Source: an optimization exercise on an open RTL-to-GDS flow (aim: small area, a short achievable clock period and few clock cycles). Production flows keep margins and buffers that such runs may drop. No activity file was given, so power comes from the tool's default toggle rates.

P:
==> flow/design.v <==
module pq_engine (
    input  wire         clk,
    input  wire         rst,
    input  wire         cmd_valid,
    output wire         cmd_ready,
    input  wire [4:0]   cmd_k,
    input  wire [4:0]   cmd_x,
    input  wire [4:0]   cmd_y,
    input  wire         cmd_two,
    input  wire         in_valid,
    output wire         in_ready,
    input  wire [127:0] in_data,
    output wire         out_valid,
    input  wire         out_ready,
    output wire [127:0] out_data,
    output wire [4:0]   out_pos
);
    localparam LANES = 16;
    localparam [1:0] S_IDLE = 2'd0,
                     S_LOAD = 2'd1,
                     S_OUT1 = 2'd2,
                     S_OUT2 = 2'd3;
    function [7:0] gf_mul2;
        input [7:0] a;
        begin
            gf_mul2 = {a[6:0], 1'b0} ^ (a[7] ? 8'h1D : 8'h00);
        end
    endfunction
    function [7:0] gf_mul;
        input [7:0] a;
        input [7:0] b;
        integer i;
        reg [7:0] p;
        reg [7:0] t;
        begin
            p = 8'h00;
            t = a;
            for (i = 0; i < 8; i = i + 1) begin
                if (b[i])
                    p = p ^ t;
                t = gf_mul2(t);
            end
            gf_mul = p;
        end
    endfunction
    localparam [255:0] T_GPOW = 256'hc06030180c06038fc9ea75b45a2d984c261387cde8743a1d8040201008040201;
    localparam [255:0] T_GINV = 256'h122448903d7af4f5f7f3fbebcb8b0b162c58b07dfae9cf831b366cd8ad478e01;
    localparam [255:0] T_ZINV = 256'h595789deaaba8e02d2b4e9f26326dc678ac0e48574fba9a0545fed729da7f400;
    reg         cb_v;          
    reg         cb_p;          
    reg         cmd_rdy;
    reg [4:0]   cb_k, cb_x, cb_y;
    reg         cb_two;
    assign cmd_ready = cmd_rdy;
    wire cmd_fire = cmd_valid & cmd_rdy;
    wire [4:0] cb_k1   = cb_k + 5'd1;
    wire       cx_data = (cb_x < cb_k);
    wire [4:0] cb_d    = cb_y - cb_x;
    wire       cb_m0   = (cb_x == 5'd0);
    wire       cb_m1   = cb_two & (cb_y == 5'd1);
    wire       cb_qm   = (cb_x == cb_k1) | (cb_two & (cb_y == cb_k1));
    wire       cb_pm   = (cb_x == cb_k) | (cb_two & (cb_y == cb_k));
    wire       cb_dd   = cx_data & cb_two & (cb_y < cb_k);
    wire       cb_dp   = cx_data & cb_two & (cb_y == cb_k);
    wire       cb_dq   = cx_data & cb_two & (cb_y == cb_k1);
    wire       cb_qa   = (cb_x == cb_k1);
    wire [7:0] cb_gx   = T_GPOW[8*cb_x +: 8];
    wire [7:0] cb_gix  = T_GINV[8*cb_x +: 8];
    wire [7:0] cb_z    = T_ZINV[8*cb_d +: 8];
    reg  [7:0] p_c;
    always @(posedge clk)
        p_c <= cb_dd ? gf_mul(cb_z, cb_gix) : (cb_dp ? cb_gix : 8'h01);
    wire [7:0] l_c   = p_c;
    wire [7:0] l_e   = cb_dq ? cb_gx :
                       cb_dd ? cb_z :
                       (cb_dp | cb_qa) ? 8'h01 : 8'h00;
    wire [7:0] l_c1  = gf_mul2(l_c);
    wire [4:0] l_p0  = cb_m0 ? (cb_m1 ? 5'd2 : 5'd1) : 5'd0;
    wire [7:0] l_cw0 = cb_m0 ? (cb_m1 ? gf_mul2(l_c1) : l_c1) : l_c;
    wire [4:0] l_lp  = cb_qm ? (cb_pm ? cb_k - 5'd1 : cb_k) : cb_k1;
    reg [1:0]   state;
    reg         in_rdy;
    reg [4:0]   k_r, x_r, y_r, lp_r;  
    reg         two_r;
    reg         sh_r;          
    reg         sx;            
    reg [4:0]   pos;           
    reg [7:0]   c_r, e_r;
    reg [7:0]   cw;            
    reg         isp_r, isq_r;  
    reg         last_r;        
    reg         first;         
    reg [127:0] acc_a, acc_x;
    assign in_ready  = in_rdy;
    assign out_valid = state[1];
    assign out_data  = acc_a;
    assign out_pos   = x_r;
    wire consume  = in_valid & in_rdy;
    wire out_fire = state[1] & out_ready;
    wire shift    = out_ready & sh_r;
    wire res_done = out_fire & ((state == S_OUT2) | ~two_r);
    wire load_row = cb_p & ((state == S_IDLE) | res_done);
    reg [1:0] state_n;
    always @(*) begin
        state_n = state;
        case (state)
            S_IDLE: if (cb_p) state_n = S_LOAD;
            S_LOAD: if (consume && last_r) state_n = S_OUT1;
            S_OUT1: if (out_ready) state_n = two_r ? S_OUT2 : (cb_p ? S_LOAD : S_IDLE);
            S_OUT2: if (out_ready) state_n = cb_p ? S_LOAD : S_IDLE;
        endcase
    end
    wire cb_v_n = cmd_fire | (cb_v & ~load_row);
    function is_missing;
        input [4:0] p;
        input [4:0] x;
        input [4:0] y;
        input       two;
        begin
            is_missing = (p == x) || (two && (p == y));
        end
    endfunction
    wire [4:0] pos1 = pos + 5'd1;
    wire [4:0] pos2 = pos + 5'd2;
    wire       m1   = is_missing(pos1, x_r, y_r, two_r);
    wire       m2   = is_missing(pos2, x_r, y_r, two_r);
    wire [4:0] pn   = m1 ? (m2 ? pos + 5'd3 : pos2) : pos1;
    wire [7:0] cw1  = gf_mul2(cw);
    wire [7:0] cw2  = gf_mul2(cw1);
    wire [7:0] cwn  = m1 ? (m2 ? gf_mul2(cw2) : cw2) : cw1;
    wire [7:0] w = isq_r ? c_r : (isp_r ? e_r : (cw ^ e_r));
    wire [7:0] wm [0:7];
    assign wm[0] = w;
    genvar gb, gl;
    generate
        for (gb = 1; gb < 8; gb = gb + 1) begin : g_wm
            assign wm[gb] = gf_mul2(wm[gb-1]);
        end
    endgenerate
    wire [127:0] prod;
    generate
        for (gl = 0; gl < LANES; gl = gl + 1) begin : g_lane
            wire [7:0] d = in_data[8*gl +: 8];
            genvar gj;
            for (gj = 0; gj < 8; gj = gj + 1) begin : g_bit
                wire t0, t1, t2, t3, u0, u1;
                pq_and_xor2 i_t0 (.a0(d[0]), .b0(wm[0][gj]), .a1(d[1]), .b1(wm[1][gj]), .y(t0));
                pq_and_xor2 i_t1 (.a0(d[2]), .b0(wm[2][gj]), .a1(d[3]), .b1(wm[3][gj]), .y(t1));
                pq_and_xor2 i_t2 (.a0(d[4]), .b0(wm[4][gj]), .a1(d[5]), .b1(wm[5][gj]), .y(t2));
                pq_and_xor2 i_t3 (.a0(d[6]), .b0(wm[6][gj]), .a1(d[7]), .b1(wm[7][gj]), .y(t3));
                pq_xor2 i_u0 (.a(t0), .b(t1), .y(u0));
                pq_xor2 i_u1 (.a(t2), .b(t3), .y(u1));
                pq_xor2 i_p  (.a(u0), .b(u1), .y(prod[8*gl + gj]));
            end
        end
    endgenerate
    wire         add_a = consume & ~isq_r;
    wire         selx  = consume & last_r & sx;
    wire [127:0] x_g   = acc_x & {128{~first}};
    wire [127:0] x_f   = x_g ^ prod;
    wire [127:0] a_b   = (acc_a & {128{~first}}) ^ (x_g & {128{selx}}) ^
                         (in_data & {128{add_a}});
    wire [127:0] acc_a_n;
    generate
        for (gl = 0; gl < 128; gl = gl + 1) begin : g_acc_a
            pq_acc_a_bit i_a (.shift(shift), .from_x(acc_x[gl]), .base(a_b[gl]),
                              .prod(prod[gl]), .selx(selx), .y(acc_a_n[gl]));
        end
    endgenerate
    always @(posedge clk) begin
        acc_a <= acc_a_n;
        if (consume)
            acc_x <= x_f;
        if (cmd_fire) begin
            cb_k   <= cmd_k;
            cb_x   <= cmd_x;
            cb_y   <= cmd_y;
            cb_two <= cmd_two;
        end
        if (load_row) begin
            k_r    <= cb_k;
            x_r    <= cb_x;
            y_r    <= cb_y;
            two_r  <= cb_two;
            lp_r   <= l_lp;
            sx     <= cb_qa | cb_dp | cb_dd;
            c_r    <= l_c;
            e_r    <= l_e;
            pos    <= l_p0;
            cw     <= l_cw0;
            isp_r  <= (l_p0 == cb_k);
            isq_r  <= 1'b0;
            last_r <= (l_p0 == l_lp);
        end else begin
            if (consume) begin
                pos    <= pn;
                cw     <= cwn;
                isp_r  <= (pn == k_r);
                isq_r  <= (pn == k_r + 5'd1);
                last_r <= (pn == lp_r);
            end
            if (shift)
                x_r <= y_r;
        end
        if (rst) begin
            state   <= S_IDLE;
            sh_r    <= 1'b0;
            cb_v    <= 1'b0;
            cb_p    <= 1'b0;
            cmd_rdy <= 1'b0;
            in_rdy  <= 1'b0;
            first   <= 1'b0;
        end else begin
            state   <= state_n;
            sh_r    <= (state_n == S_OUT1) & two_r;
            cb_v    <= cb_v_n;
            cb_p    <= cb_v & ~load_row;
            cmd_rdy <= ~cb_v_n;
            in_rdy  <= (state_n == S_LOAD);
            if (load_row)
                first <= 1'b1;
            else if (consume)
                first <= 1'b0;
        end
    end
endmodule
module pq_and_xor2 (
    input  wire a0,
    input  wire b0,
    input  wire a1,
    input  wire b1,
    output wire y
);
    assign y = (a0 & b0) ^ (a1 & b1);
endmodule
module pq_xor2 (
    input  wire a,
    input  wire b,
    output wire y
);
    assign y = a ^ b;
endmodule
module pq_acc_a_bit (
    input  wire shift,
    input  wire from_x,
    input  wire base,
    input  wire prod,
    input  wire selx,
    output wire y
);
    assign y = shift ? from_x : (base ^ (prod & selx));
endmodule
export LEC_CHECK = 0
export CAP_MARGIN = 20
export CORE_MARGIN = 2
export CORE_UTILIZATION = 70
export CTS_CLUSTER_DIAMETER = 100
export CTS_CLUSTER_SIZE = 20
export SLEW_MARGIN = 20
export SYNTH_HIERARCHICAL = 1
create_clock -name core_clock -period 19.0 [get_ports {clk}]
standard.sh (not shown) runs the stock make flow with config.mk's settings and CLKGATE_MAP_FILE= SYNTH_SCRIPT=/design/flow/synth_recipe.tcl, a recipe that flattens the netlist after the stock synthesis.
==> flow/flow/run.sh <==
#!/bin/bash
# Standard ORFS layout in two calls: synthesis and floorplan with no timing
# repair margin, then placement to the end with timing repair aimed below the
# clock period. Each call's output goes to its own log.
set -euo pipefail
bash standard.sh synth floorplan SETUP_SLACK_MARGIN=0 > orfs_synth_floorplan.log 2>&1
bash standard.sh finish SETUP_SLACK_MARGIN=14.0 "BUFFER_PORTS_ARGS=-buffer_cell sky130_fd_sc_hd__buf_2"  > orfs_place_route.log 2>&1
Setup changes, P to Q
-- flow/design.v --
<<< P, line 157
    wire         add_a = consume & ~isq_r;
    wire         selx  = consume & last_r & sx;
    wire [127:0] x_g   = acc_x & {128{~first}};
    wire [127:0] x_f   = x_g ^ prod;
    wire [127:0] a_b   = (acc_a & {128{~first}}) ^ (x_g & {128{selx}}) ^
                         (in_data & {128{add_a}});
    wire [127:0] acc_a_n;
    generate
        for (gl = 0; gl < 128; gl = gl + 1) begin : g_acc_a
            pq_acc_a_bit i_a (.shift(shift), .from_x(acc_x[gl]), .base(a_b[gl]),
                              .prod(prod[gl]), .selx(selx), .y(acc_a_n[gl]));
        end
    endgenerate
    always @(posedge clk) begin
        acc_a <= acc_a_n;
        if (consume)
            acc_x <= x_f;
>>> Q, line 157
    wire         add_a = consume & ~isq_r;
    wire         selx  = consume & last_r & sx;
    wire [127:0] a_f   = (acc_a & {128{~first}}) ^ (in_data & {128{add_a}});
    wire [127:0] x_f   = (acc_x & {128{~first}}) ^ prod;
    always @(posedge clk) begin
        acc_a <= shift ? acc_x : (a_f ^ (x_f & {128{selx}}));
        if (consume)
            acc_x <= x_f;
<<< P, line 241
    assign y = a ^ b;
endmodule
module pq_acc_a_bit (
    input  wire shift,
    input  wire from_x,
    input  wire base,
    input  wire prod,
    input  wire selx,
    output wire y
);
    assign y = shift ? from_x : (base ^ (prod & selx));
endmodule
>>> Q, line 232
    assign y = a ^ b;
endmodule
[summary]
Every run in the comparison, Q and P, completed the flow with a clean layout.
Going from P to Q, overall die area lost 3600 um2, design area went down, worst relative slew slack +0.23 points, post-DP HPWL lower, fmax went up about 6%.
Compared with P, Q shows proportion of power drawn by the clock network higher by 0.3 points.
Q vs P — utilization dropped 3.9 points.
Highest net fanout along the worst path in Q is 4 higher than in P
Of Q and P, Q shows the lower combinational share of power, with P above it.
P vs Q, cell type of the slowest stage on the worst timing path: xor2_1 vs xnor2_2
Delta (Q minus P): fraction of met3 tracks used by global routing decreased 2.2 points, worst IR drop on VDD increased 0.035 mV, number of ordinary and repair buffers in the finished layout decreased 12%.
No functional check of the RTL was part of any run of this note.

==> static timing again, ports no longer ideal <==
How much do the figures lean on ideal ports? The routed layouts below were timed once more, with nothing changed but the port constraints.
Step 1 assumes that a clkbuf_16 drives the clock port and a buf_2 every other input.
Step 2 times the ports against the registers' clock, not the clock port: input delays grow and output delays shrink by t, the midpoint of the rising clock arrivals with the driver on.
Slacks: ideal ports / drivers / drivers and shift; pairs: ideal ports / drivers.
run	t (ns)	setup slack, ns	worst setup path after step 2
P	0.645	13.593 / 13.622 / 12.976	input to register
Q	0.625	13.890 / 13.862 / 13.238	input to register
After both steps every run listed still meets setup and hold. For Q, which loses most, drivers alone change the setup slack by -0.028 ns; drivers and shift together by -0.652 ns.
